From an optimization exercise on the open Yosys and OpenROAD flow, aimed at small area, a short achievable clock period and few clock cycles; shortcuts taken in it are not production practice. Where RTL was checked, it was by simulation tests only, not by an equivalence proof against the original.

==> flow/design.v (excerpt) <==
module crc_channel (
    input  wire        clk,
    input  wire        rst,             
    input  wire        cmd_go,
    input  wire [2:0]  cmd_set,
    input  wire        cmd_expect_en,
    input  wire [31:0] cmd_len,
    input  wire [63:0] cmd_exp,
    input  wire        cmd_terminate,
    input  wire        in_valid,
    output wire        in_ready,
    input  wire [63:0] in_data,
    output reg         done,
    output wire [1:0]  state,
    output reg  [7:0]  code,
    output reg         match,
    output reg  [63:0] result
);
Settings: LEC_CHECK=0, CAP_MARGIN=20, CORE_MARGIN=2, CORE_UTILIZATION=40, CTS_BUF_LIST=sky130_fd_sc_hd__clkbuf_8, GPL_TIMING_DRIVEN=0, SLEW_MARGIN=58, SYNTH_HIERARCHICAL=1; clock period 20.0 ns.
standard.sh (not shown) runs the stock make flow with config.mk's settings and CLKGATE_MAP_FILE= SYNTH_SCRIPT=/design/flow/synth_recipe.tcl, a recipe that flattens the netlist after the stock synthesis.
==> flow/flow/run.sh <==
#!/bin/bash
# The standard layout (standard.sh: standard synthesis, floorplan, placement,
# CTS, routing, finish), with one change: the buffers that buffer_ports puts on
# every input and output port are sky130_fd_sc_hd__buf_2 cells instead of the
# cell buffer_ports picks by itself (clkdlybuf4s50_1, a delay cell).
# make's full output goes to flow_make.log here; each ORFS step also writes its
# own log under orfs/logs/.
set -euo pipefail
bash standard.sh 'BUFFER_PORTS_ARGS=-buffer_cell sky130_fd_sc_hd__buf_2' finish > flow_make.log 2>&1
The starting point passed the timing, design-rule and antenna checks.
Testbench counts at the start, summed over its fixed seeds: cycles 18,581.
==> next run, changes <==
- GPL_TIMING_DRIVEN: 0 -> not set
- PLACE_DENSITY: not set -> 0.65
Cell area falls by 12%.
Synthesized cell count stays the same.
Flip-flop and latch count does not change.
==> next run, changes <==
- PLACE_DENSITY: 0.65 -> not set
Result: Cell count does not change. Worst hold slack hardly moves. Wire length drops by 6.2%. First-iteration DRC count shrinks by 2.5%. Die area stays the same. Via count is about the same. Area after synthesis stays the same. Fmax is higher by 6.9%. Final area is about the same.
==> next run, changes <==
- GPL_ROUTABILITY_DRIVEN: not set -> 0
After rerunning: The changed run finished with timing, DRC and antenna clean. Area after synthesis stays the same. Non-clock buffer count is lower by 35. Core utilization is lower by 0.64 points. Count of clock-buffer cells in the layout is lower by 5. Worst setup slack degrades by 100 ps. Wire length is lower by 11%. Via count is higher by 2.3%.

Another version of the RTL of crc_channel (not shown whole).
Size: about 320 flip-flops, ~250 I/O pins.
Settings: LEC_CHECK=0, CAP_MARGIN=20, CORE_MARGIN=2, CORE_UTILIZATION=40, CTS_BUF_LIST=sky130_fd_sc_hd__clkbuf_8, SLEW_MARGIN=65, SYNTH_HIERARCHICAL=1; clock period 20.0 ns.
Scripts as last shown in full above: flow/flow/run.sh
The first run produced a clean layout.
Rerun with:
Settings changed: SLEW_MARGIN 65 to 50.
Synthesized cell count is unchanged. Core utilization goes down by 2.9 points. Via count came out lower by 1.0%. Critical path depth is higher by 4. Setup slack is worse by 30 ps. Die area is unchanged. Cell area fell by 5.6%. Cell count falls by 1.0%. Maximum frequency goes down by 0.52%.
No run of this note included a check of the RTL's function; only the layout flow was run.

Another version of the RTL of crc_channel (not shown whole).
Size in the first run: ~3900 cells after synthesis, about 430 flip-flops.
Settings: LEC_CHECK=0, CAP_MARGIN=20, CORE_MARGIN=2, CORE_UTILIZATION=40, SLEW_MARGIN=20, SYNTH_HIERARCHICAL=1; clock period 20.0 ns.
run.sh (not shown) runs the stock make flow with config.mk's settings and CLKGATE_MAP_FILE= SYNTH_SCRIPT=/design/flow/synth_recipe.tcl, a recipe that flattens the netlist after the stock synthesis.
Stock flow here: none of the scripts above is used.
Next try:
==> flow/flow/run.sh (new file) <==
#!/bin/bash
# The standard layout (standard.sh: standard synthesis, floorplan, placement,
# CTS, routing, finish), with one change: the buffers that buffer_ports puts on
# every input and output port are sky130_fd_sc_hd__buf_2 cells instead of the
# cell buffer_ports picks by itself (clkdlybuf4s50_1, a delay cell).
# make's full output goes to flow_make.log here; each ORFS step also writes its
# own log under orfs/logs/.
set -euo pipefail
bash standard.sh 'BUFFER_PORTS_ARGS=-buffer_cell sky130_fd_sc_hd__buf_2' finish > flow_make.log 2>&1
==> flow/standard.sh (new file) <==
#!/bin/bash
# synth_recipe.tcl (not shown) runs the flow's synth.tcl, then flattens the netlist and writes it again
# the make line also repeats each setting of config.mk as NAME=value (left out here)
make -C /OpenROAD-flow-scripts/flow DESIGN_CONFIG=/design/flow/config.mk WORK_HOME=/design/flow/orfs CLKGATE_MAP_FILE= SYNTH_SCRIPT=/design/flow/synth_recipe.tcl "${@:-finish}"
removed: flow/run.sh
Result: Area after synthesis does not change; clock skew is lower by 0.012 ns; via count hardly moves.
No functional check of the RTL was part of any run of this note.

## job 4388
crc_channel, a different RTL version from the one above (not shown whole).
For scale: roughly 3,900 cells after synthesis, roughly 370 flip-flops, ~250 I/O pins, ~34,000 µm² of cells after synthesis.
Settings: LEC_CHECK=0, CAP_MARGIN=20, CORE_MARGIN=2, CORE_UTILIZATION=40, SLEW_MARGIN=50, SYNTH_HIERARCHICAL=1; clock period 20.0 ns.
standard.sh (not shown) runs the stock make flow with config.mk's settings and CLKGATE_MAP_FILE= SYNTH_SCRIPT=/design/flow/synth_recipe.tcl, a recipe that flattens the netlist after the stock synthesis.
==> flow/flow/run.sh <==
#!/bin/bash
# The standard layout (standard.sh: standard synthesis, floorplan, placement,
# CTS, routing, finish), with one change: the buffers that buffer_ports puts on
# every input and output port are sky130_fd_sc_hd__buf_2 cells instead of the
# cell buffer_ports picks by itself (clkdlybuf4s50_1, a delay cell).
# make's full output goes to flow_make.log here; each ORFS step also writes its
# own log under orfs/logs/.
set -euo pipefail
bash standard.sh 'BUFFER_PORTS_ARGS=-buffer_cell sky130_fd_sc_hd__buf_2' finish > flow_make.log 2>&1
No stage failed in job 4388, and the final checks on the layout all came back clean.
Testbench counts of job 4388, summed over its fixed seeds: cycles 18,581.
## Diff of input files: job 2014 against job 4388
Settings: a change of SLEW_MARGIN from 50 to 20.
### Flow results
- Of job 2014 and job 4388, it is job 2014 that has the higher arrival time at the worst endpoint.
- Diff job 4388 -> job 2014: endpoint required time on the critical path went down 0.02 ns, cell depth of the worst min-delay path shows no meaningful change, global routing usage summed across all routing layers shrank by 0.26 points.
- Compared with job 4388, job 2014 shows a clock skew that is 0.013 ns lower.
- Job 4388 → job 2014: routed length on met1 ~0 delta.
- Multi-input combinational cell count came out exactly the same in job 2014 and job 4388.
The following lists how job 6583 was set up differently from job 2014:
Settings: an added CTS_BUF_LIST of sky130_fd_sc_hd__clkbuf_8.
## What came out
When job 6583 is set beside job 2014, its signed area change from the synthesized netlist to the final layout turns out to be 0.27 points smaller.
Going from job 2014 to job 6583, via count of the first global-routing pass held steady, non-clock buffer count held steady, total CTS buffers grew by 18.

== job 101 ==
crc_channel, a different RTL version from the one above (not shown whole).
For scale: ~3600 cells after synthesis, roughly 250 I/O pins, about 0.040 mm2 of cells after synthesis.
export LEC_CHECK = 0
export CAP_MARGIN = 20
export CORE_MARGIN = 2
export CORE_UTILIZATION = 50
export PLACE_DENSITY = 0.7
export SLEW_MARGIN = 20
create_clock -name core_clock -period 20.0 [get_ports {clk}]
run.sh (not shown) runs the stock make flow with config.mk's settings and CLKGATE_MAP_FILE= SYNTH_SCRIPT=/design/flow/synth_recipe.tcl, a recipe that flattens the netlist after the stock synthesis.
Stock flow here: none of the scripts above is used.
Job 101 completed end to end with timing, DRC and antenna clean.
Testbench counts of job 101, summed over its fixed seeds: cycles 17,301.
### job 101 -> job 102
- PLACE_DENSITY removed (was 0.7)
- CORE_UTILIZATION changed from 50 to 40
- SLEW_MARGIN changed from 20 to 70
- CAP_MARGIN changed from 20 to 50
### Flow results
- In job 102 the placement-stage cell area turned out about 12% higher than in job 101.
- In the flow results for job 101 and job 102, the share of the cycle needed by the critical path after routing is smaller on job 102.
- Re area added between synthesis and finish: job 101 and job 102 aren't equal, and the lower value belongs to job 101.
- The lower register-to-register slack came out of job 101.
Setup changes, job 102 to job 103
- CAP_MARGIN now 20, was 50
- SLEW_MARGIN now 20, was 70
==> notes.md <==
- Taking job 102 as the reference point, the clock buffer instance count of the final layout of job 103 falls by about 8%.
- Required time at the worst-slack endpoint in job 103 is 0.22 ns below job 102.
- Compared with job 102, job 103 shows a final instance count without filler cells that is 254 lower.
- Worst reg-to-reg path cell count: lower on job 103
- Later-pin clock latency in the skew report: job 103 lower than job 102
- Job 103: pre-CTS setup slack lower than job 102
- On finished layout cell area: between job 102 and job 103, it ends up higher for job 102.

wip/violet:
Another version of the RTL of crc_channel (not shown whole).
For scale: ~320 flip-flops, ~250 I/O pins, ~33000 um2 of cells after synthesis.
Settings: LEC_CHECK=0, CAP_MARGIN=20, CORE_MARGIN=2, CORE_UTILIZATION=40, CTS_BUF_LIST=sky130_fd_sc_hd__clkbuf_8, SLEW_MARGIN=50, SYNTH_HIERARCHICAL=1; clock period 20.0 ns.
standard.sh (not shown) runs the stock make flow with config.mk's settings and CLKGATE_MAP_FILE= SYNTH_SCRIPT=/design/flow/synth_recipe.tcl, a recipe that flattens the netlist after the stock synthesis.
==> flow/flow/run.sh <==
#!/bin/bash
# The standard layout (standard.sh: standard synthesis, floorplan, placement,
# CTS, routing, finish), with one change: the buffers that buffer_ports puts on
# every input and output port are sky130_fd_sc_hd__buf_1 cells instead of the
# cell buffer_ports picks by itself (clkdlybuf4s50_1, a delay cell).
# make's full output goes to flow_make.log here; each ORFS step also writes its
# own log under orfs/logs/.
set -euo pipefail
bash standard.sh 'BUFFER_PORTS_ARGS=-buffer_cell sky130_fd_sc_hd__buf_1' finish > flow_make.log 2>&1
Testbench counts of wip/violet, summed over its fixed seeds: cycles 18,581.
What wip/maple does differently from wip/violet at the input level:
Settings: changing SLEW_MARGIN from 50 to 40.
diff --git a/flow/flow/run.sh b/flow/flow/run.sh
--- a/flow/flow/run.sh
+++ b/flow/flow/run.sh
@@ -4 +4 @@
-# every input and output port are sky130_fd_sc_hd__buf_1 cells instead of the
+# every input and output port are sky130_fd_sc_hd__buf_2 cells instead of the
@@ -9 +9 @@
-bash standard.sh 'BUFFER_PORTS_ARGS=-buffer_cell sky130_fd_sc_hd__buf_1' finish > flow_make.log 2>&1
+bash standard.sh 'BUFFER_PORTS_ARGS=-buffer_cell sky130_fd_sc_hd__buf_2' finish > flow_make.log 2>&1
Findings:
Run comparison: wip/violet origin of the worst setup path cmd_set[2]; wip/maple origin of the worst setup path crc_q[13]. From wip/violet to wip/maple the numbers moved as follows: met1 routing resource usage after global routing fell by 4.3 points; via count fell by 331. wip/maple ended up with flip-flop to flip-flop as its startpoint-to-endpoint class of the critical path; wip/violet ended up with input port to flip-flop. crc_q[3] as the capture point of the worst path was reported by wip/maple, and rot_q[27] by wip/violet.
Inputs modified between wip/maple and wip/nickel:
Settings: CORE_UTILIZATION changed from 40 to 50; SLEW_MARGIN changed from 40 to 50; PLACE_DENSITY newly set to 0.7.
Findings:
- NOTE: die extent in y in wip/nickel falls short of that of wip/maple
- Global-route usage: wip/nickel vs wip/maple up 10 points
- Final critical-path required period (higher): wip/maple
- Compared with wip/maple, in wip/nickel peak clock frequency supported by timing higher.
- Final non-filler cell area for wip/nickel is higher than for wip/maple.
Here is what was changed in the inputs of wip/umber compared with wip/nickel.
Settings: a change of CORE_UTILIZATION from 50 to 40; a deleted PLACE_DENSITY that had been 0.7.
--- outcome ---
Diff wip/nickel -> wip/umber: logic depth of the worst path, buffers included picked up an extra 9, routing usage on met2 lost 11 points, worst hold margin lost 0.0049 ns, worst setup slack picked up an extra 0.012 ns.
Against wip/nickel, multi-input gate area in the final layout in wip/umber rose slightly.
Relative to wip/nickel, the area of placed instances of wip/umber is higher by 490 um2.
Per the comparison of wip/umber with wip/nickel, sequential share of layout area shows a reduction of 0.25 points, layout cell share with drive strength beyond 1 shows an increase of 0.41 points, detailed-routing iteration count for the pre-antenna-repair pass shows a reduction of 2.
For wip/indigo, these inputs were changed with respect to wip/umber:
Settings: CTS_BUF_LIST now sky130_fd_sc_hd__clkbuf_4, was sky130_fd_sc_hd__clkbuf_8.
Results
wip/indigo | stages: all done | timing, DRC, antenna: all pass. met3 track utilization from global routing is lower on wip/indigo. Looking at wire length, wip/indigo sits 0.34% above wip/umber. Number of clock buffer instances in the layout (wip/indigo vs. wip/umber) increases by more than half. Re post-synthesis simple-gate area fraction: no difference whatsoever between wip/indigo and wip/umber. The design area was comparable across wip/umber and wip/indigo. In the metrics for wip/umber and wip/indigo, the one carrying the higher number of global-route vias before repair is wip/indigo. met2 routed wirelength came out higher on wip/indigo than on wip/umber.
--- input diff wip/indigo..wip/garnet ---
Settings: a change of SLEW_MARGIN from 50 to 58; a change of CTS_BUF_LIST from sky130_fd_sc_hd__clkbuf_4 to sky130_fd_sc_hd__clkbuf_8.
[summary]
wip/garnet against wip/indigo: worst hold slack about even; number of levels in the clock H-tree fell 1. Cmp wip/indigo and wip/garnet / met3 wirelength from detailed routing / higher: wip/indigo. wip/garnet has count of clock-buffer cells in the layout below what wip/indigo had. wip/indigo and wip/garnet ended up with nearly the same sequential standard cell area.

Another version of the RTL of crc_channel (not shown whole).
Size: about 3800 cells after synthesis, about 370 flip-flops, ~250 I/O pins, roughly 35000 um2 of cells after synthesis.
export LEC_CHECK = 0
export CAP_MARGIN = 20
export CORE_MARGIN = 2
export CORE_UTILIZATION = 50
export PLACE_DENSITY = 0.7
export SLEW_MARGIN = 50
export SYNTH_HIERARCHICAL = 1
create_clock -name core_clock -period 20.0 [get_ports {clk}]
==> flow/flow/run.sh <==
#!/bin/bash
# The standard layout (standard.sh: standard synthesis, floorplan, placement,
# CTS, routing, finish), with one change: the buffers that buffer_ports puts on
# every input and output port are sky130_fd_sc_hd__buf_2 cells instead of the
# cell buffer_ports picks by itself (clkdlybuf4s50_1, a delay cell).
# make's full output goes to flow_make.log here; each ORFS step also writes its
# own log under orfs/logs/.
set -euo pipefail
bash standard.sh 'BUFFER_PORTS_ARGS=-buffer_cell sky130_fd_sc_hd__buf_2' finish > flow_make.log 2>&1
Testbench counts at the start, summed over its fixed seeds: cycles 18,581.
Edit:
==> flow/run.sh (new file) <==
#!/bin/bash
# synth_recipe.tcl (not shown) runs the flow's synth.tcl, then flattens the netlist and writes it again
# the make line also repeats each setting of config.mk as NAME=value (left out here)
make -C /OpenROAD-flow-scripts/flow DESIGN_CONFIG=/design/flow/config.mk WORK_HOME=/design/flow/orfs CLKGATE_MAP_FILE= SYNTH_SCRIPT=/design/flow/synth_recipe.tcl finish
CORE_UTILIZATION = 40   (was 50)
PLACE_DENSITY = not set   (was 0.7)
SLEW_MARGIN = 20   (was 50)
removed: flow/flow/run.sh
removed: flow/standard.sh
Setup slack loses 0.65 ns.
Register-to-register slack loses 0.02 ns.
Global-route usage is lower by 11 points.
Via count drops by 6.6%.
Sequential share of layout area is lower by 0.39 points.
Wire length came out lower by about 1.1%.
Critical path depth drops by 5.
Design area climbs by about 1.7%.
Edit:
==> flow/flow/run.sh (new file) <==
#!/bin/bash
# The standard layout (standard.sh: standard synthesis, floorplan, placement,
# CTS, routing, finish), with one change: the buffers that buffer_ports puts on
# every input and output port are sky130_fd_sc_hd__buf_2 cells instead of the
# cell buffer_ports picks by itself (clkdlybuf4s50_1, a delay cell).
# make's full output goes to flow_make.log here; each ORFS step also writes its
# own log under orfs/logs/.
set -euo pipefail
bash standard.sh 'BUFFER_PORTS_ARGS=-buffer_cell sky130_fd_sc_hd__buf_2' finish > flow_make.log 2>&1
==> flow/standard.sh (new file) <==
#!/bin/bash
# synth_recipe.tcl (not shown) runs the flow's synth.tcl, then flattens the netlist and writes it again
# the make line also repeats each setting of config.mk as NAME=value (left out here)
make -C /OpenROAD-flow-scripts/flow DESIGN_CONFIG=/design/flow/config.mk WORK_HOME=/design/flow/orfs CLKGATE_MAP_FILE= SYNTH_SCRIPT=/design/flow/synth_recipe.tcl "${@:-finish}"
CORE_UTILIZATION = 50   (was 40)
PLACE_DENSITY = 0.7   (was not set)
removed: flow/run.sh
What happened: The new run produced a clean layout. Wire length stays flat. Final area falls by about 4%. Cell count falls by 4.5%. Worst setup slack improves by 0.52 ns. Clock skew rises by 0.0099 ns. Global-route usage rises by 10 points. Area after synthesis does not change. Register-to-register slack degrades by 0.12 ns.
Edit:
CORE_UTILIZATION = 40   (was 50)
PLACE_DENSITY = not set   (was 0.7)
The changed run completed with no timing, DRC or antenna violations.
Cell count is higher by 4.8%.
Final area is higher by 1.8%.
Global-route usage is lower by 8.6 points.
Routed wire length is higher by 3.7%.
Die area is higher by 25%.

afterwards: timing with drivers on the ports:
In the flow no input, the clock included, has a driving cell. The finished layouts below were timed again as built, in two steps. Step 1 sets driving cells, clkbuf_16 on the clock port and buf_2 on the other inputs (assumed; they add their load-dependent delay and slew). Step 2, shift: input delay + t, output delay - t, t = (earliest + latest rising clock arrival at the registers) / 2. This alone moves slack from input paths to output paths. Slacks: ideal / step 1 / step 2; pairs: ideal / step 1.
| run | t, ns | setup slack, ns | worst setup path at the end | slew at the worst register clock pin (ns) |
|---|---|---|---|---|
| the first run of note 1 | 0.653 | 13.936 / 13.929 / 13.277 | input to register | 0.07 / 0.07 |
| the second run of note 1 | 0.665 | 14.273 / 14.306 / 13.641 | input to register | 0.10 / 0.10 |
| the third run of note 1 | 0.648 | 14.645 / 14.631 / 13.983 | input to register | 0.11 / 0.11 |
| the fourth run of note 1 | 0.643 | 14.540 / 14.540 / 13.985 | input to register | 0.07 / 0.07 |
| the first run of note 2 | 0.780 | 14.255 / 14.280 / 13.500 | input to register | 0.09 / 0.09 |
| the second run of note 2 | 0.769 | 14.225 / 14.225 / 13.530 | input to register | 0.08 / 0.08 |
| the first run of note 3 | 0.703 | 13.039 / 13.039 / 13.039 | register to register | 0.07 / 0.07 |
| the second run of note 3 | 0.700 | 13.604 / 13.604 / 13.604 | register to register | 0.08 / 0.08 |
| job 4388 | 0.617 | 13.912 / 13.938 / 13.322 | input to register | 0.09 / 0.09 |
| job 2014 | 0.619 | 13.861 / 13.887 / 13.268 | input to register | 0.10 / 0.10 |
| job 6583 | 0.707 | 13.931 / 13.931 / 13.326 | input to register | 0.11 / 0.11 |
| job 101 | 0.673 | 12.405 / 12.458 / 11.785 | input to register | 0.08 / 0.08 |
| job 102 | 0.692 | 13.008 / 13.008 / 12.925 | input to register | 0.07 / 0.07 |
| job 103 | 0.681 | 12.329 / 12.381 / 11.700 | input to register | 0.07 / 0.07 |
| wip/violet | 0.670 | 14.318 / 14.332 / 13.662 | input to register | 0.07 / 0.07 |
| wip/maple | 0.699 | 13.948 / 13.948 / 13.744 | input to register | 0.09 / 0.09 |
| wip/nickel | 0.663 | 14.371 / 14.347 / 13.684 | input to register | 0.09 / 0.09 |
| wip/umber | 0.718 | 14.383 / 14.383 / 13.774 | input to register | 0.08 / 0.08 |
| wip/indigo | 0.855 | 13.913 / 13.913 / 13.784 | input to register | 0.09 / 0.09 |
| wip/garnet | 0.686 | 14.518 / 14.539 / 13.853 | input to register | 0.08 / 0.08 |
| the first run of note 7 | 0.633 | 13.837 / 13.837 / 13.356 | input to register | 0.08 / 0.08 |
| the second run of note 7 | 0.651 | 13.184 / 13.186 / 12.534 | input to register | 0.07 / 0.07 |
| the third run of note 7 | 0.623 | 13.699 / 13.699 / 13.255 | input to register | 0.08 / 0.08 |
| the fourth run of note 7 | 0.643 | 13.670 / 13.659 / 13.016 | input to register | 0.07 / 0.07 |
After both steps setup and hold are still met in every run listed. For the first run of note 2, which loses most, drivers alone change the setup slack by +0.025 ns; drivers and shift together by -0.755 ns.
